This design comes from an exercise in tuning for small area on the open sky130 flow, not from production work.
The RTL was checked by simulation tests, not by an equivalence proof against the original design.
Power and IR drop assume default switching activity.

==> design.v <==
module sd_div #(
  parameter W = 9             
) (
  input  wire         first,
  input  wire [W-1:0] init,   
  input  wire [W-1:0] rem,    
  input  wire         in,     
  input  wire [W:0]   dm1,    
  output wire [W-1:0] rem_n,
  output wire         q
);
  wire [W-1:0] prev = first ? init : rem;
  wire [W:0]   t    = {prev, in};
  wire [W+1:0] s    = {1'b0, t} + {1'b1, ~dm1};    
  assign q     = ~s[W+1];
  assign rem_n = q ? s[W-1:0] : t[W-1:0];
endmodule
module sd_add #(
  parameter W = 8
) (
  input  wire [W-1:0] a,
  input  wire [W-1:0] b,
  input  wire         ci,
  output wire [W-1:0] s,
  output wire         co
);
  wire [W:0] c;
  assign c[0] = ci;
  genvar i;
  generate
    for (i = 0; i < W; i = i + 1) begin : g_bit
      assign s[i]   = a[i] ^ b[i] ^ c[i];
      assign c[i+1] = (a[i] & b[i]) | (c[i] & (a[i] ^ b[i]));
    end
  endgenerate
  assign co = c[W];
endmodule
module sd_channel (
  input  wire        clk,
  input  wire        rst,
  input  wire        start,
  input  wire [9:0]  osr,
  input  wire [6:0]  fosr,
  input  wire [3:0]  qual,
  input  wire        en_hi,
  input  wire        en_lo,
  input  wire [15:0] hi,
  input  wire [15:0] lo,
  input  wire        bit_valid,
  input  wire        bit_in,
  output wire        main_valid,
  output wire [23:0] main_code,
  output wire        main_ovr,
  output wire        fast_valid,
  output wire [15:0] fast_code,
  output wire        trip_hi,
  output wire        trip_lo,
  output reg         lost
);
  reg  [9:0]  rm1;        
  reg  [6:0]  f;
  reg  [3:0]  qu;
  reg         cen_hi, cen_lo;
  reg  [15:0] thr_hi, thr_lo;
  always @(posedge clk) begin
    if (start) begin
      rm1    <= osr_m1;
      f      <= fosr;
      qu     <= qual;
      cen_hi <= en_hi;
      cen_lo <= en_lo;
      thr_hi <= hi;
      thr_lo <= lo;
    end
  end
  wire [9:0] osr_m1;
  wire [6:0] fm1;
  sd_add #(.W(10)) u_osr_m1 (.a(osr), .b(10'h3ff), .ci(1'b0), .s(osr_m1), .co());
  sd_add #(.W(7))  u_fm1    (.a(f),   .b(7'h7f),   .ci(1'b0), .s(fm1),    .co());
  reg running;
  wire take = running && bit_valid;
  reg        pbit;        
  reg  [8:0] run_len;
  wire       have_last;
  wire       same  = have_last && (bit_in == pbit);
  wire       stuck = same && (run_len == 9'd255);
  wire       eval  = take && !stuck;
  always @(posedge clk) begin
    if (rst) begin
      running <= 1'b0;
      lost    <= 1'b0;
    end else if (start) begin
      running <= 1'b1;
      lost    <= 1'b0;
    end else if (take && stuck) begin
      running <= 1'b0;
      lost    <= 1'b1;
    end
  end
  wire [8:0] run_inc;
  sd_add #(.W(9)) u_run (.a(run_len), .b(9'd0), .ci(1'b1), .s(run_inc), .co());
  always @(posedge clk) begin
    if (start)     run_len <= 9'd0;
    else if (take) run_len <= same ? run_inc : 9'd0;
  end
  reg       upd;          
  reg       va, vb, vf;   
  reg [6:0] nb;           
  reg       wr;           
  assign have_last = wr || (nb != 7'd0);
  wire       nb_ge_f, nb_ge_2f, nb_ge_2fm2;
  wire [6:0] nb_inc;
  sd_add #(.W(7)) u_nbf   (.a(nb), .b(~f), .ci(1'b1), .s(), .co(nb_ge_f));
  sd_add #(.W(8)) u_nb2f  (.a({1'b0, nb}), .b(~{f, 1'b0}), .ci(1'b1), .s(), .co(nb_ge_2f));
  sd_add #(.W(8)) u_nb2f2 (.a({1'b0, nb}), .b(~{fm1, 1'b0}), .ci(1'b1), .s(), .co(nb_ge_2fm2));
  sd_add #(.W(7)) u_nbi   (.a(nb), .b(7'd0), .ci(1'b1), .s(nb_inc), .co());
  always @(posedge clk) begin
    if (rst) upd <= 1'b0;
    else     upd <= eval;
    if (eval) begin
      pbit <= bit_in;
      va   <= wr || nb_ge_f;
      vb   <= wr || nb_ge_2f;
      vf   <= wr || nb_ge_2fm2;
    end
    if (start) begin
      nb <= 7'd0;
      wr <= 1'b0;
    end else if (eval) begin
      nb <= nb_inc;
      if (nb == 7'd127) wr <= 1'b1;
    end
  end
  reg [127:0] hx;
  reg [6:0]   tc;
  reg         hw;         
  reg         pa, pb;     
  wire [6:0] v, ua, ub, tc_inc;
  sd_add #(.W(7)) u_v   (.a(nb), .b(~tc), .ci(1'b1), .s(v), .co());
  sd_add #(.W(7)) u_ua  (.a(v), .b(~f), .ci(1'b1), .s(ua), .co());
  sd_add #(.W(7)) u_ub  (.a(v), .b(~{f[5:0], 1'b0}), .ci(1'b1), .s(ub), .co());
  sd_add #(.W(7)) u_tci (.a(tc), .b(7'd0), .ci(1'b1), .s(tc_inc), .co());
  wire       wm  = hw && (v[4:0] == 5'd1);
  always @(posedge clk) begin
    if (rst) tc <= 7'd0;
    else     tc <= tc_inc;
    hx <= {hx[0], hx[127:1]};
    if (wm) begin
      case (v[6:5])
        2'd0: hx[127] <= pbit;
        2'd1: hx[31]  <= pbit;
        2'd2: hx[63]  <= pbit;
        default: hx[95] <= pbit;
      endcase
    end
    if (rst || start) hw <= 1'b0;
    else if (eval)    hw <= 1'b1;
    else if (wm)      hw <= 1'b0;
    if (ua[4:0] == 5'd0) pa <= hx[{ua[6:5], 5'd0}];
    if (ub[4:0] == 5'd0) pb <= hx[{ub[6:5], 5'd0}];
  end
  reg [8:0]  dd;
  reg [13:0] x2;
  wire [3:0]  delta = {2'b00, pbit, 1'b0} - 4'd1
                    - (va ? (pa ? 4'd2 : 4'd14) : 4'd0)
                    + (vb ? (pb ? 4'd1 : 4'd15) : 4'd0);
  wire [8:0]  dd_n;
  wire [13:0] x2_n;
  sd_add #(.W(9))  u_dd (.a(dd), .b({{5{delta[3]}}, delta}), .ci(1'b0), .s(dd_n), .co());
  sd_add #(.W(14)) u_x2 (.a(x2), .b({{5{dd_n[8]}}, dd_n}), .ci(1'b0), .s(x2_n), .co());
  always @(posedge clk) begin
    if (start) begin
      dd <= 9'd0;
      x2 <= 14'd0;
    end else if (upd) begin
      dd <= dd_n;
      x2 <= x2_n;
    end
  end
  reg [4:0] fc;           
  wire [4:0] fc_dec;
  sd_add #(.W(5)) u_fcd (.a(fc), .b(5'h1f), .ci(1'b0), .s(fc_dec), .co());
  always @(posedge clk) begin
    if (rst)             fc <= 5'd0;
    else if (upd && vf)  fc <= 5'd27;
    else if (fc != 5'd0) fc <= fc_dec;
  end
  wire       ffirst = fc == 5'd27;
  wire       fsgn   = x2[13];
  wire [4:0] fk     = fc - 5'd21;
  wire       fin    = (fc >= 5'd21) ? x2[fk[2:0]] : 1'b0;
  wire [6:0] fp     = x2[13:7];
  wire [6:0] fpf;
  sd_add #(.W(7)) u_fpf (.a(fp), .b(f), .ci(1'b0), .s(fpf), .co());
  wire [6:0] finit1 = fsgn ? fpf : fp;
  reg  [5:0]  fr1, fr2;
  reg  [3:0]  fr3;
  reg  [15:0] fsr;
  wire [5:0]  fr1_n, fr2_n;
  wire [3:0]  fr3_n;
  wire        fq1, fq2, fq3;
  sd_div #(.W(6)) u_f1 (.first(ffirst), .init(finit1[5:0]), .rem(fr1), .in(fin),
                        .dm1(fm1), .rem_n(fr1_n), .q(fq1));
  sd_div #(.W(6)) u_f2 (.first(ffirst), .init(fsgn ? fm1[5:0] : 6'd0), .rem(fr2), .in(fq1),
                        .dm1(fm1), .rem_n(fr2_n), .q(fq2));
  sd_div #(.W(4)) u_f3 (.first(ffirst), .init(fsgn ? 4'd13 : 4'd0), .rem(fr3), .in(fq2),
                        .dm1(5'd13), .rem_n(fr3_n), .q(fq3));
  always @(posedge clk) begin
    fr1 <= fr1_n;
    fr2 <= fr2_n;
    fr3 <= fr3_n;
    fsr <= {fsr[14:0], fq3};
  end
  wire        finex = (fr1_n != 6'd0) || (fr2_n != 6'd0);
  reg         fcar;
  always @(posedge clk)
    fcar <= fsgn ? ({1'b0, fr3_n} + 5'd6 + finex >= 5'd14) : (fr3_n >= 4'd7);
  wire [16:0] fres  = {fsgn, fsr} + fcar;
  wire        fovf  = fres[16] ^ fres[15];
  wire [15:0] fcode = fovf ? (fres[16] ? 16'h8000 : 16'h7fff) : fres[15:0];
  assign fast_valid = fc == 5'd1;
  assign fast_code  = fcode;
  reg [4:0] hrun, lrun;
  wire [4:0] hrun_inc, lrun_inc;
  sd_add #(.W(5)) u_hri (.a(hrun), .b(5'd0), .ci(1'b1), .s(hrun_inc), .co());
  sd_add #(.W(5)) u_lri (.a(lrun), .b(5'd0), .ci(1'b1), .s(lrun_inc), .co());
  wire above = cen_hi && ($signed(fcode) >= $signed(thr_hi));
  wire below = cen_lo && ($signed(fcode) <= $signed(thr_lo));
  assign trip_hi = above && (hrun == {1'b0, qu});
  assign trip_lo = below && (lrun == {1'b0, qu});
  always @(posedge clk) begin
    if (start) begin
      hrun <= 5'd0;
      lrun <= 5'd0;
    end else if (fast_valid) begin
      hrun <= above ? (hrun[4] ? hrun : hrun_inc) : 5'd0;
      lrun <= below ? (lrun[4] ? lrun : lrun_inc) : 5'd0;
    end
  end
  reg  [4:0] mf;
  wire [4:0] mf_inc;
  sd_add #(.W(5)) u_mfi (.a(mf), .b(5'd0), .ci(1'b1), .s(mf_inc), .co());
  wire       mf0  = mf == 5'd0;
  wire       fend = mf == 5'd28;
  always @(posedge clk) begin
    if (rst) mf <= 5'd0;
    else     mf <= fend ? 5'd0 : mf_inc;
  end
  reg mpend, mact, mbit;
  always @(posedge clk) begin
    if (rst || start) begin
      mpend <= 1'b0;
      mact  <= 1'b0;
    end else begin
      if (fend) mact <= mpend;
      if (eval)      mpend <= 1'b1;
      else if (fend) mpend <= 1'b0;
    end
    if (fend) mbit <= pbit;
  end
  reg clr, clr2;
  always @(posedge clk) begin
    if (start) begin
      clr  <= 1'b1;
      clr2 <= 1'b0;
    end else if (clr && fend) begin
      if (clr2) clr <= 1'b0;
      clr2 <= 1'b1;
    end
  end
  reg [9:0] pc;           
  reg [1:0] ndec;         
  reg [6:0] mdc;
  wire [9:0] pc_dec;
  wire [6:0] mdc_dec;
  sd_add #(.W(10)) u_pcd (.a(pc), .b(10'h3ff), .ci(1'b0), .s(pc_dec), .co());
  sd_add #(.W(7))  u_mdd (.a(mdc), .b(7'h7f), .ci(1'b0), .s(mdc_dec), .co());          
  wire      mdec = pc == 10'd3;
  wire      fill = mact && mdec;
  reg [28:0] i1, i2, i3, z1, z2, z3;
  reg [28:0] xs;
  reg        c1, c2, c3, e1, e2, e3;
  reg        icy;         
  wire       inc, icin;
  wire ci1 = mf0 ? mbit : c1;        
  wire n1  = i1[0] ^ ~mbit ^ ci1;
  wire co1 = (i1[0] & ~mbit) | (i1[0] & ci1) | (~mbit & ci1);
  wire ci2 = mf0 ? 1'b0 : c2;
  wire n2  = i2[0] ^ n1 ^ ci2;
  wire co2 = (i2[0] & n1) | (i2[0] & ci2) | (n1 & ci2);
  wire ci3 = mf0 ? 1'b0 : c3;
  wire n3  = i3[0] ^ n2 ^ ci3;
  wire co3 = (i3[0] & n2) | (i3[0] & ci3) | (n2 & ci3);
  wire bi1 = mf0 ? 1'b1 : e1;        
  wire m1  = n3 ^ ~z3[0] ^ bi1;
  wire eo1 = (n3 & ~z3[0]) | (n3 & bi1) | (~z3[0] & bi1);
  wire bi2 = mf0 ? 1'b1 : e2;
  wire m2  = m1 ^ ~z1[0] ^ bi2;
  wire eo2 = (m1 & ~z1[0]) | (m1 & bi2) | (~z1[0] & bi2);
  wire bi3 = mf0 ? 1'b1 : e3;
  wire m3  = m2 ^ ~z2[0] ^ bi3;
  wire eo3 = (m2 & ~z2[0]) | (m2 & bi3) | (~z2[0] & bi3);
  wire       mfirst = mdc == 7'd85;
  wire       msg    = xs[28];
  wire       min    = (mdc >= 7'd58) && xs[27];
  wire [8:0] minit  = msg ? rm1[8:0] : 9'd0;
  reg  [8:0] mr1, mr2, mr3;
  reg  [3:0] mr4;
  wire [8:0] mr1_n, mr2_n, mr3_n;
  wire [3:0] mr4_n;
  wire       mq1, mq2, mq3, mq4;
  sd_div #(.W(9)) u_m1 (.first(mfirst), .init(minit), .rem(mr1), .in(min),
                        .dm1(rm1), .rem_n(mr1_n), .q(mq1));
  sd_div #(.W(9)) u_m2 (.first(mfirst), .init(minit), .rem(mr2), .in(mq1),
                        .dm1(rm1), .rem_n(mr2_n), .q(mq2));
  sd_div #(.W(9)) u_m3 (.first(mfirst), .init(minit), .rem(mr3), .in(mq2),
                        .dm1(rm1), .rem_n(mr3_n), .q(mq3));
  sd_div #(.W(4)) u_m4 (.first(mfirst), .init(msg ? 4'd13 : 4'd0), .rem(mr4), .in(mq3),
                        .dm1(5'd13), .rem_n(mr4_n), .q(mq4));
  always @(posedge clk) begin
    c1 <= co1; c2 <= co2; c3 <= co3;
    e1 <= eo1; e2 <= eo2; e3 <= eo3;
    i1 <= {clr ? 1'b0 : (mact ? n1 : i1[0]), i1[28:1]};
    i2 <= {clr ? 1'b0 : (mact ? n2 : i2[0]), i2[28:1]};
    i3 <= {clr ? 1'b0 : (mact ? n3 : i3[0]), i3[28:1]};
    z3 <= {clr ? 1'b0 : (fill ? n3 : z3[0]), z3[28:1]};
    z1 <= {fill ? m1 : z1[0], z1[28:1]};
    z2 <= {fill ? m2 : z2[0], z2[28:1]};
    xs <= fill ? {m3, xs[28:1]} : inc ? {xs[0] ^ icin, xs[28:1]} : {xs[27:0], mq4};
    icy <= icin & xs[0];
    mr1 <= mr1_n;
    mr2 <= mr2_n;
    mr3 <= mr3_n;
    mr4 <= mr4_n;
  end
  always @(posedge clk) begin
    if (start) begin
      pc   <= 10'd0;
      ndec <= 2'd0;
    end else if (mact && fend) begin
      pc <= (pc == 10'd0) ? rm1 : pc_dec;
      if (mdec && ndec != 2'd2) ndec <= ndec + 2'd1;
    end
    if (rst)                                       mdc <= 7'd0;
    else if (mact && fend && mdec && ndec == 2'd2) mdc <= 7'd85;
    else if (mdc != 7'd0)                          mdc <= mdc_dec;
  end
  wire        minex = (mr1 != 9'd0) || (mr2 != 9'd0) || (mr3 != 9'd0);
  wire        mcar  = msg ? ({1'b0, mr4} + 5'd6 + minex >= 5'd14) : (mr4 >= 4'd7);
  assign inc  = (mdc <= 7'd30) && (mdc >= 7'd2);
  assign icin = (mdc == 7'd30) ? mcar : icy;
  wire        movf  = xs[24] ^ xs[23];
  reg [1:0] mch;          
  always @(posedge clk) begin
    if (start)           mch <= 2'b00;
    else if (main_valid) mch <= {mch[0], movf};
  end
  assign main_valid = mdc == 7'd1;
  assign main_code  = movf ? (xs[24] ? 24'h800000 : 24'h7fffff) : xs[23:0];
  assign main_ovr   = movf || (mch != 2'b00);
endmodule
==> flow/run.sh <==
#!/bin/bash
# The standard layout (the standard.sh, standard synthesis unchanged), with
# two placement/CTS choices passed to ORFS through its own variables:
#  - every input and output port is still buffered, by buf_1 rather than the
#    delay buffer buffer_ports picks by default;
#  - clock tree synthesis without dummy loads.
# make's full output goes to standard_flow.log; each ORFS step keeps its own
# log under orfs/logs/.
set -euo pipefail
export BUFFER_PORTS_ARGS="-buffer_cell sky130_fd_sc_hd__buf_1"
export CTS_ARGS="-sink_clustering_enable -repair_clock_nets -dont_use_dummy_load -sink_clustering_size 16 -sink_clustering_max_diameter 60 -buf_list sky130_fd_sc_hd__clkbuf_8"
bash standard.sh finish > standard_flow.log 2>&1
==> standard.sh <==
#!/bin/bash
# synth_recipe.tcl (not shown) runs the flow's synth.tcl, then flattens the netlist and writes it again
# the make line also repeats each setting of config.mk as NAME=value (left out here)
make -C /OpenROAD-flow-scripts/flow DESIGN_CONFIG=/design/flow/config.mk WORK_HOME=/design/flow/orfs CLKGATE_MAP_FILE= SYNTH_SCRIPT=/design/flow/synth_recipe.tcl "${@:-finish}"
==> config.mk <==
export PLATFORM = sky130hd
export DESIGN_NAME = sd_channel
export DESIGN_NICKNAME = sd_channel
export VERILOG_FILES = /design/flow/design.v
export SDC_FILE = /design/flow/constraint.sdc
export NUM_CORES = 4
export LEC_CHECK = 0
export CAP_MARGIN = 20
export CORE_MARGIN = 2
export CORE_UTILIZATION = 40
export CTS_BUF_LIST = sky130_fd_sc_hd__clkbuf_8
export CTS_CLUSTER_DIAMETER = 60
export CTS_CLUSTER_SIZE = 16
export SLEW_MARGIN = 20
==> constraint.sdc <==
create_clock -name core_clock -period 10.0 [get_ports {clk}]
set_input_delay 2.0000 -clock core_clock [delete_from_list [all_inputs] [get_ports {clk}]]
set_output_delay 2.0000 -clock core_clock [all_outputs]
set_load 0.01 [all_outputs]
==> impl_metrics.yaml, run 1 <==
floorplan:
  coreArea_um2: 52900
  initial_core_util: 0.407
  die_w_um: 236
  io_pins: 106
  fp.dieH_um: 236
  placementRows: 84
  die_area_um2: 55600
logic_synthesis:
  synth_area_um2: 21500
  ys_seq_area_frac: 0.550
  syn_nets: 2123
  synth.distinct_cells: 78
  synth_seq_cells: 560
  yosys_warnings: 1
  synth-edff-count: 62
  avgSynthCellArea_um2: 11.7
  async_flop_share: 0
  synthFlopType: "dfxtp_1"
  syn_inst: 1838
cts:
  htreeDepth: 2
  cts_hold_buf: 0
  tritoncts: "built"
  cts_buffer_depth: 3
  ctsRootBufferMaster: "clkbuf_8"
  cts_resized: 0
  cts-buffers-inserted: 48
  clock-sinks: 560
  postCtsSetupBuffers: 0
  insertion_delay_ns: 0.64
  cts.reportedPaths.clkPinSlew_ns: 0.10
hold_path:
  holdCritPathClass: "reg -> reg"
  min_delay_path_depth: 0
  whs_endpoint: "i2[12]"
  hp-start: "i2[13]"
critical_path:
  crit_buf_inv: 7
  path_delay_family: "compound AO/OA/AOI/OAI gates"
  crit_path_end_kind: "register"
  cpMostUsedCell: "a21oi_1"
  worstPathRequired_ns: 10.49
  cpPeakStageDelay_ns: 0.44
  timing.rr.start: "mdc[1]"
  crit_slowest_cell: "fa_1"
  start_kind: "register"
  r2r_cells: 36
  worstPathArrival_ns: 8.55
  rrSetupSlack_ns: 1.94
  r2r-end: "mr3[6]"
  crit_type: "reg -> reg"
  cp_max_fo: 33
routing:
  drtIter0Drc: 516
  via_per_inst: 4.88
  vias: 12900
  drt_pass1_iterations: 5
  wl_per_cell_um: 14.6
  drtAntennaViolNets: 0
  wl_um: 38700
  drc: 0
timing:
  rsz0062_at_grt: "false"
  relSlewSlack: 0.358
  finalSetupViolCount: 0
  timing.fmax_mhz: 124
  fin_tns_setup_ns: 0
  period_needed_ns: 8.06
  final_max_slew_viol_count: 0
  finalCritPeriodShare: 0.806
  hold_viol: 0
  fin_worst_skew_ns: 0.0841
  worst_pin_slew_ns: 0.962
place:
  portBuffers: 105
  dp_hpwl_um: 26900
  place.gp.congestion: 0.847
final_layout:
  layout-drive-gt1-share: 0.0808
  nFillCells: 4910
  final_common_cell: "dfxtp_1"
  seq_area_um2: 11800
  final_cell_mix: "498 x dfxtp_1, 175 x ha_1, 165 x inv_1, 113 x nor2_1, 104 x buf_1"
  fin_util: 0.441
  multiInputGateArea_um2: 8830
  num-nets-final: 2242
  areaGrowthSynthToFinish_pct: 8.39
global_route:
  grt_overflow: 0
  grt_max_degree: 69
  grt_use_total: 0.140
  antenna_found_initial: 2
  grt_pass1_wl_um: 64700
  grt_pass1_vias: 12900
status:
  status: "timing/DRC/antenna clean"
power:
  ir_drop_uv: 122
  p_leak_nw: 9.79
  powerDensity_nw_per_um2: 261
flow_run:
  maxCapViolCount: 0
==> stage by stage <==
| stage | total power [mW] | hold slack (ns) | instances | area [um^2] | worst slack (ns) |
|---|---|---|---|---|---|
| after floorplan | 4.47 | 0.310 | 1838 | 21500 | 2.96 |
| after global placement | 4.94 | 0.313 | 2595 | 22700 | 2.21 |
| after detailed placement | 5.02 | 0.312 | 2595 | 22700 | 2.01 |
| after CTS | 6.15 | 0.265 | 2643 | 23300 | 1.95 |
| after global routing | 6.53 | 0.270 | 2644 | 23300 | 1.40 |
| final | 6.07 | 0.270 | 2644 | 23300 | 1.94 |
==> layout make-up <==
class	instances	area share
sequential	560	0.507
multi-input combinational	1061	0.379
tap	688	0.0369
clock buffer	48	0.0283
inverter	168	0.0270
timing repair buffer	118	0.0213
antenna	1	0.000107
==> worst max-delay path by stage <==
| stage | slack [ns] | from | depth (start not counted) | to |
|---|---|---|---|---|
| after global routing | 1.40 | mdc[1] | 36 | mr3[1] |
| final | 1.94 | mdc[1] | 36 | mr3[6] |
| after detailed placement | 2.01 | mdc[1] | 36 | mr3[7] |
| after global placement | 2.21 | mdc[1] | 36 | mr3[2] |
| after floorplan | 2.96 | mdc[1] | 34 | mr3[1] |
| after CTS | 1.95 | mdc[1] | 36 | mr3[6] |
==> flip-flops by register name, summed over array words and instances, names as in the netlist, 10 cells and up <==
name,cells
i3,29
z3,29
pc,10
xs,29
i2,29
thr_hi,16
hx,128
z2,29
thr_lo,16
i1,29
x2,14
rm1,10
fsr,16
z1,29
==> routing by layer <==
layer	vias to the layer above	share of wire	global-route usage
met2	196	0.45	0.227
met5	-	0.00028	0
met3	65	0.044	0.0284
met4	2	0.023	0.0413
li1	6539	-	-
met1	6095	0.48	0.189
==> cell usage after synthesis (32+ instances only) <==
master,number,share of area
xnor2_1,47,0.019
a21oi_1,92,0.021
inv_1,165,0.029
ha_1,175,0.10
edfxtp_1,62,0.087
o21ai_0,42,0.0098
nand2_1,76,0.013
nor2_1,114,0.020
a21o_1,47,0.016
mux2_2,68,0.036
clkbuf_1,32,0.0056
fa_1,50,0.047
dfxtp_1,498,0.46
==> power by group <==
part	switching, mW	total [mW]	internal, mW
Combinational	1.21	2.25	1.04
Sequential	0.188	2.72	2.53
Clock	0.675	1.10	0.428
Total	2.08	6.07	4.00
==> cells by family after synthesis <==
kind of cell	count (synthesis)	synth area share
flip-flops	560	0.550
AND/OR/NAND/NOR	349	0.0805
buffers and inverters	217	0.0394
adder cells (fa/ha/maj)	225	0.148
XOR/XNOR	79	0.0328
AO/OA/AOI/OAI	310	0.0970
multiplexers	98	0.0519
==> run 2: changes to the inputs <==
--- a/config.mk
+++ b/config.mk
@@ -7,7 +7,7 @@
 export LEC_CHECK = 0
 export CAP_MARGIN = 20
 export CORE_MARGIN = 2
-export CORE_UTILIZATION = 40
+export CORE_UTILIZATION = 60
 export CTS_BUF_LIST = sky130_fd_sc_hd__clkbuf_8
 export CTS_CLUSTER_DIAMETER = 60
 export CTS_CLUSTER_SIZE = 16
==> impl_metrics.yaml, run 2 <==
status:
  status: "timing/DRC/antenna clean"
logic_synthesis:
  muxShareOfSynthArea: 0.0519
  synth-edff-count: 62
  yosys_warnings: 1
  synth-xor-area-share: 0.0328
  synthTopCellsByArea: "dfxtp_1 46%, ha_1 10%, edfxtp_1 8.7%, fa_1 4.7%, mux2_2 3.6%"
  async_flop_share: 0
  synthFlopType: "dfxtp_1"
  synth_area_um2: 21500
  synth_top_family_by_area: "adder cells"
  avgSynthCellArea_um2: 11.7
  synth_seq_cells: 560
  synth_compound_area_frac: 0.0970
  ys_seq_area_frac: 0.550
  synthSimpleGateAreaFrac: 0.0805
  yosysTopAreaCell: "dfxtp_1"
  syn_inst: 1838
  netlist.area_leader.share: 0.464
  synth_most_common_cell: "dfxtp_1"
  synth_fa_ha_area_frac: 0.148
  synthTopCellsByCount: "498 x dfxtp_1, 175 x ha_1, 165 x inv_1, 114 x nor2_1, 92 x a21oi_1"
  syn_nets: 2123
  synth.distinct_cells: 78
final_layout:
  num-nets-final: 2241
  areaGrowthSynthToFinish_pct: 7.00
  final_cell_mix: "498 x dfxtp_1, 175 x ha_1, 165 x inv_1, 113 x nor2_1, 104 x buf_1"
  largest-register: "hx"
  layout-drive-gt1-share: 0.0803
  largest_reg_flops: 128
  final_common_cell: "dfxtp_1"
  num_antenna_cells: 0
  final_area_um2: 23000
cts:
  cts.reportedPaths.clkPinSlew_ns: 0.09
  htreeDepth: 2
  cts_resized: 0
  cts-buffers-inserted: 47
  cts_buffer_depth: 3
  clock-sinks: 560
  postCtsSetupBuffers: 0
  cts_hold_buf: 0
  ctsRootBufferMaster: "clkbuf_8"
  tritoncts: "built"
  insertion_delay_ns: 0.65
global_route:
  grt_use_total: 0.207
  grt_overflow: 0
  grt_max_degree: 66
  antenna_found_initial: 1
  grt_pass1_vias: 13100
  grt_pass1_wl_um: 64200
routing:
  drtAntennaViolNets: 0
  drt_pass1_iterations: 5
  drtIter0Drc: 605
  via_per_inst: 5.36
  vias: 12900
  wl_um: 37900
  wl_per_cell_um: 15.7
  drc: 0
critical_path:
  start_kind: "register"
  cpPeakStageDelay_ns: 0.44
  crit_slowest_cell: "fa_1"
  cpMostUsedCell: "a21oi_1"
  crit_type: "reg -> reg"
  worstPathRequired_ns: 10.44
  crit_path_end_kind: "register"
  cp_max_fo: 33
  worstPathArrival_ns: 8.37
  r2r_cells: 35
floorplan:
  die_area_um2: 37400
  placementRows: 69
  die_w_um: 193
  fp.dieH_um: 193
  initial_core_util: 0.608
  coreArea_um2: 35400
  io_pins: 106
power:
  powerDensity_nw_per_um2: 263
  switching_power_mw: 2.06
  clkPwrFrac: 0.179
  p_int_mw: 3.99
  switching_share: 0.341
  power_frac_comb: 0.372
  seqPwrFrac: 0.449
  p_leak_nw: 9.79
  ir_drop_uv: 205
timing:
  hold_viol: 0
  fin_worst_skew_ns: 0.0973
  finalSetupViolCount: 0
  finalCritPeriodShare: 0.792
  period_needed_ns: 7.92
  relSlewSlack: 0.395
  timing.fmax_mhz: 126
  fin_tns_setup_ns: 0
  worst_pin_slew_ns: 0.908
  rsz0062_at_grt: "false"
  final_max_slew_viol_count: 0
flow_run:
  maxCapViolCount: 0
place:
  portBuffers: 105
  place.gp.congestion: 0.829
  placed_cell_area_um2: 22400
  dp_hpwl_um: 26600
hold_path:
  min_delay_path_depth: 0
  holdCritPathClass: "reg -> reg"
## run 2: cells by family after synthesis
| logic type | count (synthesis) |
|---|---|
| fa+ha+maj | 225 |
| flops | 560 |
| simple gates | 349 |
| buf+inv | 217 |
| xor+xnor | 79 |
| mux | 98 |
| compound gates | 310 |
## run 2: cell type report
type                            instances  area [um^2]
Clock buffer                           47          647
Inverter                              168          631
Timing Repair Buffer                  118          495
Fill cell                            2775        12400
Tap cell                              461          577
Multi-Input combinational cell       1061         8830
Sequential cell                       560        11800
## run 2: power groups by stage
stage / Clock (mW) / Combinational, mW / Sequential, mW
after floorplan: 0 / 1.77 / 2.70
after global placement: 0 / 2.19 / 2.76
after detailed placement: 0 / 2.25 / 2.77
after CTS: 1.13 / 2.26 / 2.72
after global routing: 1.21 / 2.54 / 2.75
final: 1.08 / 2.25 / 2.72
## run 2: worst paths after layout
check	start	to	slack (ns)
worst min register to register	hx[127]	hx[126]	0.29
worst max register to register	mdc[1]	mr3[4]	2.08
worst min-delay path	hx[127]	hx[126]	0.29
worst max-delay path	mdc[1]	mr3[4]	2.08
## run 2: routing by layer
metal / track usage / wire [um] / vias to the layer above
met5: 0 / 0 / -
met1: 0.294 / 18500 / 6102
met4: 0.0653 / 809 / 0
met3: 0.0335 / 1780 / 63
met2: 0.328 / 16800 / 239
li1: - / - / 6532
## run 2: through the flow
stage               hold slack [ns]  worst slack [ns]  utilization  std cells  power, mW
finish                        0.291              2.08        0.650       2415       6.05
global route                  0.302              1.55        0.650       2415       6.50
CTS                           0.297              2.12        0.650       2415       6.12
detailed placement            0.312              2.21        0.632       2368       5.01
global placement              0.311              2.42        0.632       2368       4.95
floorplan                     0.310              2.96            -       1838       4.47
## run 2: critical path: cells and delay by family (launching register included)
| family | cells | cell delay [ns] |
|---|---|---|
| compound gates | 16 | 3.38 |
| fa+ha+maj | 6 | 1.85 |
| buf+inv | 6 | 1.02 |
| simple gates | 6 | 0.72 |
| mux | 1 | 0.39 |
| flops | 1 | 0.38 |
==> run 3: changes to the inputs <==
--- a/flow/run.sh
+++ b/flow/run.sh
@@ -8,5 +8,5 @@
 # log under orfs/logs/.
 set -euo pipefail
 export BUFFER_PORTS_ARGS="-buffer_cell sky130_fd_sc_hd__buf_1"
-export CTS_ARGS="-sink_clustering_enable -repair_clock_nets -dont_use_dummy_load -sink_clustering_size 16 -sink_clustering_max_diameter 60 -buf_list sky130_fd_sc_hd__clkbuf_8"
+export CTS_ARGS="-sink_clustering_enable -repair_clock_nets -dont_use_dummy_load -sink_clustering_size 9 -sink_clustering_max_diameter 45 -buf_list sky130_fd_sc_hd__clkbuf_4"
 bash standard.sh finish > standard_flow.log 2>&1
--- a/config.mk
+++ b/config.mk
@@ -7,8 +7,8 @@
 export LEC_CHECK = 0
 export CAP_MARGIN = 20
 export CORE_MARGIN = 2
-export CORE_UTILIZATION = 60
-export CTS_BUF_LIST = sky130_fd_sc_hd__clkbuf_8
-export CTS_CLUSTER_DIAMETER = 60
-export CTS_CLUSTER_SIZE = 16
+export CORE_UTILIZATION = 40
+export CTS_BUF_LIST = sky130_fd_sc_hd__clkbuf_4
+export CTS_CLUSTER_DIAMETER = 45
+export CTS_CLUSTER_SIZE = 9
 export SLEW_MARGIN = 20
==> impl_metrics.yaml, run 3 <==
status:
  status: "timing/DRC/antenna clean"
logic_synthesis:
  synth_fa_ha_area_frac: 0.148
  syn_inst: 1838
  ys_seq_area_frac: 0.550
  synth.distinct_cells: 78
  yosysTopAreaCell: "dfxtp_1"
  synth-xor-area-share: 0.0328
  synth_top_family_by_area: "adder cells"
  synth_compound_area_frac: 0.0970
  async_flop_share: 0
  synthFlopType: "dfxtp_1"
  synthTopCellsByCount: "498 x dfxtp_1, 175 x ha_1, 165 x inv_1, 114 x nor2_1, 92 x a21oi_1"
  syn_nets: 2123
  yosys_warnings: 1
  netlist.area_leader.share: 0.464
  synth_most_common_cell: "dfxtp_1"
  synth-edff-count: 62
  synthSimpleGateAreaFrac: 0.0805
  avgSynthCellArea_um2: 11.7
  synth_seq_cells: 560
  synth_area_um2: 21500
  muxShareOfSynthArea: 0.0519
  synthTopCellsByArea: "dfxtp_1 46%, ha_1 10%, edfxtp_1 8.7%, fa_1 4.7%, mux2_2 3.6%"
routing:
  wl_per_cell_um: 14.6
  vias: 13100
  via_per_inst: 4.88
  drtIter0Drc: 438
  wl_um: 39000
  drc: 0
  drtAntennaViolNets: 0
  drt_pass1_iterations: 5
critical_path:
  r2r_cells: 36
  crit_type: "reg -> reg"
  start_kind: "register"
  worstPathRequired_ns: 10.66
  rrSetupSlack_ns: 1.93
  cpMostUsedCell: "a21oi_1"
  cpPeakStageDelay_ns: 0.44
  r2r-end: "mr3[1]"
  crit_path_end_kind: "register"
  timing.rr.start: "mdc[1]"
  cp_max_fo: 33
  worstPathArrival_ns: 8.73
  crit_slowest_cell: "fa_1"
global_route:
  grt_pass1_wl_um: 65400
  grt_max_degree: 69
  grt_use_total: 0.142
  antenna_found_initial: 3
  grt_pass1_vias: 13200
  grt-busiest-layer: "met2"
  use_met3: 0.0365
  grt_overflow: 0
  grt.met2_usage: 0.228
  grt_use_met1: 0.188
cts:
  htreeDepth: 3
  insertion_delay_ns: 0.81
  cts.reportedPaths.clkPinSlew_ns: 0.10
  cts_buffer_depth: 3
  clock-sinks: 560
  tritoncts: "built"
  cts_hold_buf: 0
  postCtsSetupBuffers: 0
  cts-buffers-inserted: 81
  cts_resized: 0
  ctsRootBufferMaster: "clkbuf_4"
hold_path:
  min_delay_path_depth: 0
  whs_endpoint: "z1[7]"
  holdCritPathClass: "reg -> reg"
  hp-start: "z1[8]"
timing:
  period_needed_ns: 8.07
  timing.fmax_mhz: 124
  worst_pin_slew_ns: 0.960
  fin_tns_setup_ns: 0
  relSlewSlack: 0.360
  finalCritPeriodShare: 0.807
  fin_worst_skew_ns: 0.106
  hold_viol: 0
  finalSetupViolCount: 0
  final_max_slew_viol_count: 0
  rsz0062_at_grt: "false"
power:
  p_int_mw: 3.94
  powerDensity_nw_per_um2: 259
  switching_share: 0.347
  ir_drop_uv: 109
  clkPwrFrac: 0.176
  power_frac_comb: 0.374
  seqPwrFrac: 0.450
  p_leak_nw: 9.82
  switching_power_mw: 2.09
final_layout:
  largest-register: "hx"
  fin_util: 0.440
  final_common_cell: "dfxtp_1"
  final_cell_mix: "498 x dfxtp_1, 175 x ha_1, 165 x inv_1, 113 x nor2_1, 104 x buf_1"
  areaGrowthSynthToFinish_pct: 8.16
  layout-drive-gt1-share: 0.0961
  largest_reg_flops: 128
  nFillCells: 4926
  num-nets-final: 2275
floorplan:
  die_w_um: 236
  die_area_um2: 55600
  initial_core_util: 0.407
  placementRows: 84
  io_pins: 106
  fp.dieH_um: 236
  coreArea_um2: 52900
place:
  place.gp.congestion: 0.847
  dp_hpwl_um: 26900
  portBuffers: 105
flow_run:
  maxCapViolCount: 0
run 3: layer usage:
layer | up-vias | share of wire
li1 | 6629 | -
met1 | 6098 | 0.48
met2 | 258 | 0.45
met3 | 83 | 0.049
met4 | 2 | 0.027
met5 | - | 0.00033
run 3: worst max path at each step:
| stage | startpoint | to | slack (ns) | cells after the start |
|---|---|---|---|---|
| finish | mdc[1] | mr3[1] | 1.93 | 36 |
| global route | mdc[1] | mr3[1] | 1.42 | 36 |
| CTS | mdc[1] | mr3[1] | 1.95 | 36 |
| detailed placement | mdc[1] | mr3[7] | 2.01 | 36 |
| global placement | mdc[1] | mr3[2] | 2.21 | 36 |
| floorplan | mdc[1] | mr3[1] | 2.96 | 34 |
run 3: critical path, delay by kind of cell, from the launching register on:
family / cells / cell delay (ns)
AOI/OAI and AO/OA: 16 / 3.31
adders and majority gates: 6 / 1.86
buffers and inverters: 7 / 1.24
and+or+nand+nor: 6 / 0.74
DFF: 1 / 0.38
muxes: 1 / 0.38
run 3: per-stage QoR:
step	instances	power, mW	cell area (um^2)	hold WS (ns)	setup WS (ns)
detailed placement	2595	5.02	22700	0.312	2.01
global placement	2595	4.94	22700	0.313	2.21
finish	2678	6.03	23300	0.283	1.93
CTS	2676	6.12	23300	0.289	1.95
global route	2678	6.51	23300	0.289	1.42
floorplan	1838	4.47	21500	0.310	2.96
run 3: cells by family (layout without fill, tap and decap cells):
kind of cell,count (synthesis),after routing
adder cells (fa/ha/maj),225,225
AND/OR/NAND/NOR,349,349
flip-flops,560,560
buffers and inverters,217,367
other,0,2
AO/OA/AOI/OAI,310,310
XOR/XNOR,79,79
multiplexers,98,98
run 3: power by group through the flow:
| stage | Sequential (mW) | Clock (mW) | Combinational [mW] |
|---|---|---|---|
| after floorplan | 2.70 | 0 | 1.77 |
| after global placement | 2.76 | 0 | 2.18 |
| after detailed placement | 2.76 | 0 | 2.26 |
| after CTS | 2.72 | 1.13 | 2.27 |
| after global routing | 2.75 | 1.22 | 2.53 |
| final | 2.72 | 1.06 | 2.25 |
run 3: cell type report:
class / count / area (um^2) / share of cell area
antenna: 2 / 5.00 / 0.000215
clock buffer: 81 / 608 / 0.0261
inverter: 168 / 631 / 0.0271
multi-input combinational: 1061 / 8830 / 0.380
sequential: 560 / 11800 / 0.509
tap: 688 / 861 / 0.0370
timing repair buffer: 118 / 495 / 0.0213
==> run 4: changes to the inputs <==
--- a/design.v
+++ b/design.v
@@ -270,11 +270,9 @@
   end
   reg [9:0] pc;           
   reg [1:0] ndec;         
-  reg [6:0] mdc;
+  reg [1:0] mk;           
   wire [9:0] pc_dec;
-  wire [6:0] mdc_dec;
   sd_add #(.W(10)) u_pcd (.a(pc), .b(10'h3ff), .ci(1'b0), .s(pc_dec), .co());
-  sd_add #(.W(7))  u_mdd (.a(mdc), .b(7'h7f), .ci(1'b0), .s(mdc_dec), .co());          
   wire      mdec = pc == 10'd3;
   wire      fill = mact && mdec;
   reg [28:0] i1, i2, i3, z1, z2, z3;
@@ -300,9 +298,9 @@
   wire bi3 = mf0 ? 1'b1 : e3;
   wire m3  = m2 ^ ~z2[0] ^ bi3;
   wire eo3 = (m2 & ~z2[0]) | (m2 & bi3) | (~z2[0] & bi3);
-  wire       mfirst = mdc == 7'd85;
+  wire       mfirst = (mk == 2'd0) && mf0;
   wire       msg    = xs[28];
-  wire       min    = (mdc >= 7'd58) && xs[27];
+  wire       min    = (mk == 2'd0) && (mf != 5'd28) && xs[27];
   wire [8:0] minit  = msg ? rm1[8:0] : 9'd0;
   reg  [8:0] mr1, mr2, mr3;
   reg  [3:0] mr4;
@@ -341,21 +339,21 @@
       pc <= (pc == 10'd0) ? rm1 : pc_dec;
       if (mdec && ndec != 2'd2) ndec <= ndec + 2'd1;
     end
-    if (rst)                                       mdc <= 7'd0;
-    else if (mact && fend && mdec && ndec == 2'd2) mdc <= 7'd85;
-    else if (mdc != 7'd0)                          mdc <= mdc_dec;
+    if (rst)                                       mk <= 2'd3;
+    else if (mact && fend && mdec && ndec == 2'd2) mk <= 2'd0;
+    else if (fend && mk != 2'd3)                   mk <= mk + 2'd1;
   end
   wire        minex = (mr1 != 9'd0) || (mr2 != 9'd0) || (mr3 != 9'd0);
   wire        mcar  = msg ? ({1'b0, mr4} + 5'd6 + minex >= 5'd14) : (mr4 >= 4'd7);
-  assign inc  = (mdc <= 7'd30) && (mdc >= 7'd2);
-  assign icin = (mdc == 7'd30) ? mcar : icy;
+  assign inc  = ((mk == 2'd1) && (mf >= 5'd26)) || ((mk == 2'd2) && (mf <= 5'd25));
+  assign icin = ((mk == 2'd1) && (mf == 5'd26)) ? mcar : icy;
   wire        movf  = xs[24] ^ xs[23];
   reg [1:0] mch;          
   always @(posedge clk) begin
     if (start)           mch <= 2'b00;
     else if (main_valid) mch <= {mch[0], movf};
   end
-  assign main_valid = mdc == 7'd1;
+  assign main_valid = (mk == 2'd2) && (mf == 5'd26);
   assign main_code  = movf ? (xs[24] ? 24'h800000 : 24'h7fffff) : xs[23:0];
   assign main_ovr   = movf || (mch != 2'b00);
 endmodule
--- a/flow/run.sh
+++ b/flow/run.sh
@@ -8,5 +8,5 @@
 # log under orfs/logs/.
 set -euo pipefail
 export BUFFER_PORTS_ARGS="-buffer_cell sky130_fd_sc_hd__buf_1"
-export CTS_ARGS="-sink_clustering_enable -repair_clock_nets -dont_use_dummy_load -sink_clustering_size 9 -sink_clustering_max_diameter 45 -buf_list sky130_fd_sc_hd__clkbuf_4"
+export CTS_ARGS="-sink_clustering_enable -repair_clock_nets -dont_use_dummy_load -sink_clustering_size 16 -sink_clustering_max_diameter 60 -buf_list sky130_fd_sc_hd__clkbuf_8"
 bash standard.sh finish > standard_flow.log 2>&1
--- a/config.mk
+++ b/config.mk
@@ -8,7 +8,7 @@
 export CAP_MARGIN = 20
 export CORE_MARGIN = 2
 export CORE_UTILIZATION = 40
-export CTS_BUF_LIST = sky130_fd_sc_hd__clkbuf_4
-export CTS_CLUSTER_DIAMETER = 45
-export CTS_CLUSTER_SIZE = 9
+export CTS_BUF_LIST = sky130_fd_sc_hd__clkbuf_8
+export CTS_CLUSTER_DIAMETER = 60
+export CTS_CLUSTER_SIZE = 16
 export SLEW_MARGIN = 20
==> impl_metrics.yaml, run 4 <==
hold_path:
  holdCritPathClass: "reg -> reg"
  hp-start: "z1[10]"
  min_delay_path_depth: 0
  whs_endpoint: "z1[9]"
critical_path:
  cpPeakStageDelay_ns: 0.78
  timing.rr.start: "mf[1]"
  r2r-end: "mr3[3]"
  cpMostUsedCell: "o21ai_0"
  worstPathArrival_ns: 9.08
  rrSetupSlack_ns: 1.37
  start_kind: "register"
  crit_type: "reg -> reg"
  worstPathRequired_ns: 10.45
  crit_slowest_cell: "nand2_1"
  crit_path_end_kind: "register"
  cp_max_fo: 29
  r2r_cells: 27
logic_synthesis:
  syn_nets: 2078
  synthTopCellsByArea: "dfxtp_1 47%, ha_1 10%, edfxtp_1 8.8%, fa_1 4.8%, mux2_2 3.4%"
  yosysTopAreaCell: "dfxtp_1"
  synth_area_um2: 21000
  ys_seq_area_frac: 0.557
  yosys_warnings: 1
  synth.distinct_cells: 65
  netlist.area_leader.share: 0.469
  synth_seq_cells: 555
  synth-edff-count: 62
  synthFlopType: "dfxtp_1"
  avgSynthCellArea_um2: 11.7
  synth_most_common_cell: "dfxtp_1"
  synthTopCellsByCount: "493 x dfxtp_1, 174 x ha_1, 167 x inv_1, 112 x nor2_1, 84 x nand2_1"
  async_flop_share: 0
  syn_inst: 1794
final_layout:
  layout-drive-gt1-share: 0.0711
  final_area_um2: 22900
  multiInputGateArea_um2: 8510
  areaGrowthSynthToFinish_pct: 8.64
  num-nets-final: 2198
  seq_area_um2: 11700
  final_common_cell: "dfxtp_1"
  largest_reg_flops: 128
  final_cell_mix: "493 x dfxtp_1, 174 x ha_1, 167 x inv_1, 112 x nor2_1, 104 x buf_1"
  nFillCells: 4917
  largest-register: "hx"
  num_antenna_cells: 0
timing:
  finalCritPeriodShare: 0.863
  worst_pin_slew_ns: 1.07
  fin_tns_setup_ns: 0
  fin_worst_skew_ns: 0.0640
  finalSetupViolCount: 0
  hold_viol: 0
  rsz0062_at_grt: "false"
  period_needed_ns: 8.63
  relSlewSlack: 0.289
  timing.fmax_mhz: 116
  final_max_slew_viol_count: 0
cts:
  cts-buffers-inserted: 47
  cts_resized: 0
  clock-sinks: 555
  htreeDepth: 2
  insertion_delay_ns: 0.65
  cts_buffer_depth: 3
  tritoncts: "built"
  postCtsSetupBuffers: 0
  ctsRootBufferMaster: "clkbuf_8"
  cts_hold_buf: 0
  cts.reportedPaths.clkPinSlew_ns: 0.09
place:
  placed_cell_area_um2: 22200
  dp_hpwl_um: 25900
  portBuffers: 105
  place.gp.congestion: 0.795
global_route:
  grt_pass1_wl_um: 61500
  grt_overflow: 0
  grt_max_degree: 72
  grt_pass1_vias: 12500
  grt_use_total: 0.139
  antenna_found_initial: 0
floorplan:
  die_area_um2: 54500
  initial_core_util: 0.402
  coreArea_um2: 52300
  placementRows: 84
  io_pins: 106
  die_w_um: 233
  fp.dieH_um: 233
routing:
  drtIter0Drc: 651
  wl_per_cell_um: 14.2
  vias: 12500
  via_per_inst: 4.82
  drc: 0
  wl_um: 37000
  drtAntennaViolNets: 0
  drt_pass1_iterations: 5
power:
  p_leak_nw: 9.56
  ir_drop_uv: 109
  powerDensity_nw_per_um2: 246
flow_run:
  maxCapViolCount: 0
status:
  status: "timing/DRC/antenna clean"
==> run 4: cells by family (layout without fill, tap and decap cells) <==
family                     after synthesis  count (layout)  share of synthesized area
buffers and inverters                  214             332                     0.0383
muxes                                   95              95                     0.0520
and+or+nand+nor                        340             340                     0.0772
AOI/OAI and AO/OA                      288             288                     0.0911
DFF                                    555             555                      0.557
adders and majority gates              224             224                      0.151
xor gates and xnor gates                78              78                     0.0331
==> run 4: power breakdown <==
group / total, mW / internal, mW / switching (mW)
Sequential: 2.66 / 2.48 / 0.172
Combinational: 1.87 / 0.880 / 0.990
Clock: 1.09 / 0.419 / 0.669
Total: 5.61 / 3.78 / 1.83
==> run 4: how the worst max path moves through the flow <==
stage	startpoint	end	slack [ns]	cells after the start
after floorplan	mf[1]	mr3[0]	2.36	31
after detailed placement	mf[1]	mr3[6]	1.44	27
after global placement	mf[1]	mr3[4]	1.63	27
after CTS	mf[1]	mr3[3]	1.33	27
final	mf[1]	mr3[3]	1.37	27
after global routing	mf[0]	mr3[4]	0.51	27
==> run 4: layout make-up <==
class | count | area share
Clock buffer | 47 | 0.0283
Tap cell | 688 | 0.0376
Multi-Input combinational cell | 1025 | 0.372
Timing Repair Buffer | 117 | 0.0212
Sequential cell | 555 | 0.513
Inverter | 168 | 0.0276
==> run 4: worst max-delay path, delay by kind of cell (launching register included) <==
kind,cells,cell delay (ns)
adders and majority gates,6,1.95
buffers and inverters,2,0.35
muxes,1,0.27
AOI/OAI and AO/OA,16,4.13
and+or+nand+nor,2,1.41
DFF,1,0.34
==> run 4: stage by stage <==
stage                      util  power [mW]  setup slack, ns  hold slack (ns)  cells
final                     0.437        5.61             1.37            0.277   2600
after global routing      0.437        6.04            0.513            0.274   2600
after CTS                 0.437        5.69             1.33            0.275   2599
after detailed placement  0.424        4.57             1.44            0.312   2552
after global placement    0.424        4.53             1.63            0.312   2552
after floorplan               -        4.11             2.36            0.310   1794
==> run 4: metal layers <==
layer / global-route usage / vias to the layer above / share of wire
li1: - / 6355 / -
met3: 0.0304 / 60 / 0.040
met4: 0.0396 / 0 / 0.022
met2: 0.229 / 143 / 0.46
met1: 0.183 / 5982 / 0.48
met5: 0 / - / 0

==> separate check: timing with driven ports <==
In the flow no input, the clock included, has a driving cell. The finished layouts below were timed again as built, in two steps. Step 1: set_driving_cell puts a clkbuf_16 on clk and a buf_2 on each other input, an assumption about the parent block. Step 2 adds t to the input delays and takes it off the output delays; t is the mean of the earliest and latest rising clock arrival at the registers after step 1. Input paths then give back, and output paths get back, about the clock's delay inside the block. Three values: ideal ports, drivers, drivers and shift; two values: the first two.
run	shift t [ns]	setup slack, ns	cell pins on the clock port's net
run 1	0.648	1.936 / 1.936 / 1.936	1
run 2	0.652	2.077 / 2.077 / 2.077	1
run 3	0.809	1.933 / 1.933 / 1.933	1
run 4	0.656	1.370 / 1.370 / 1.370	1
After both steps every run listed still meets setup and hold.
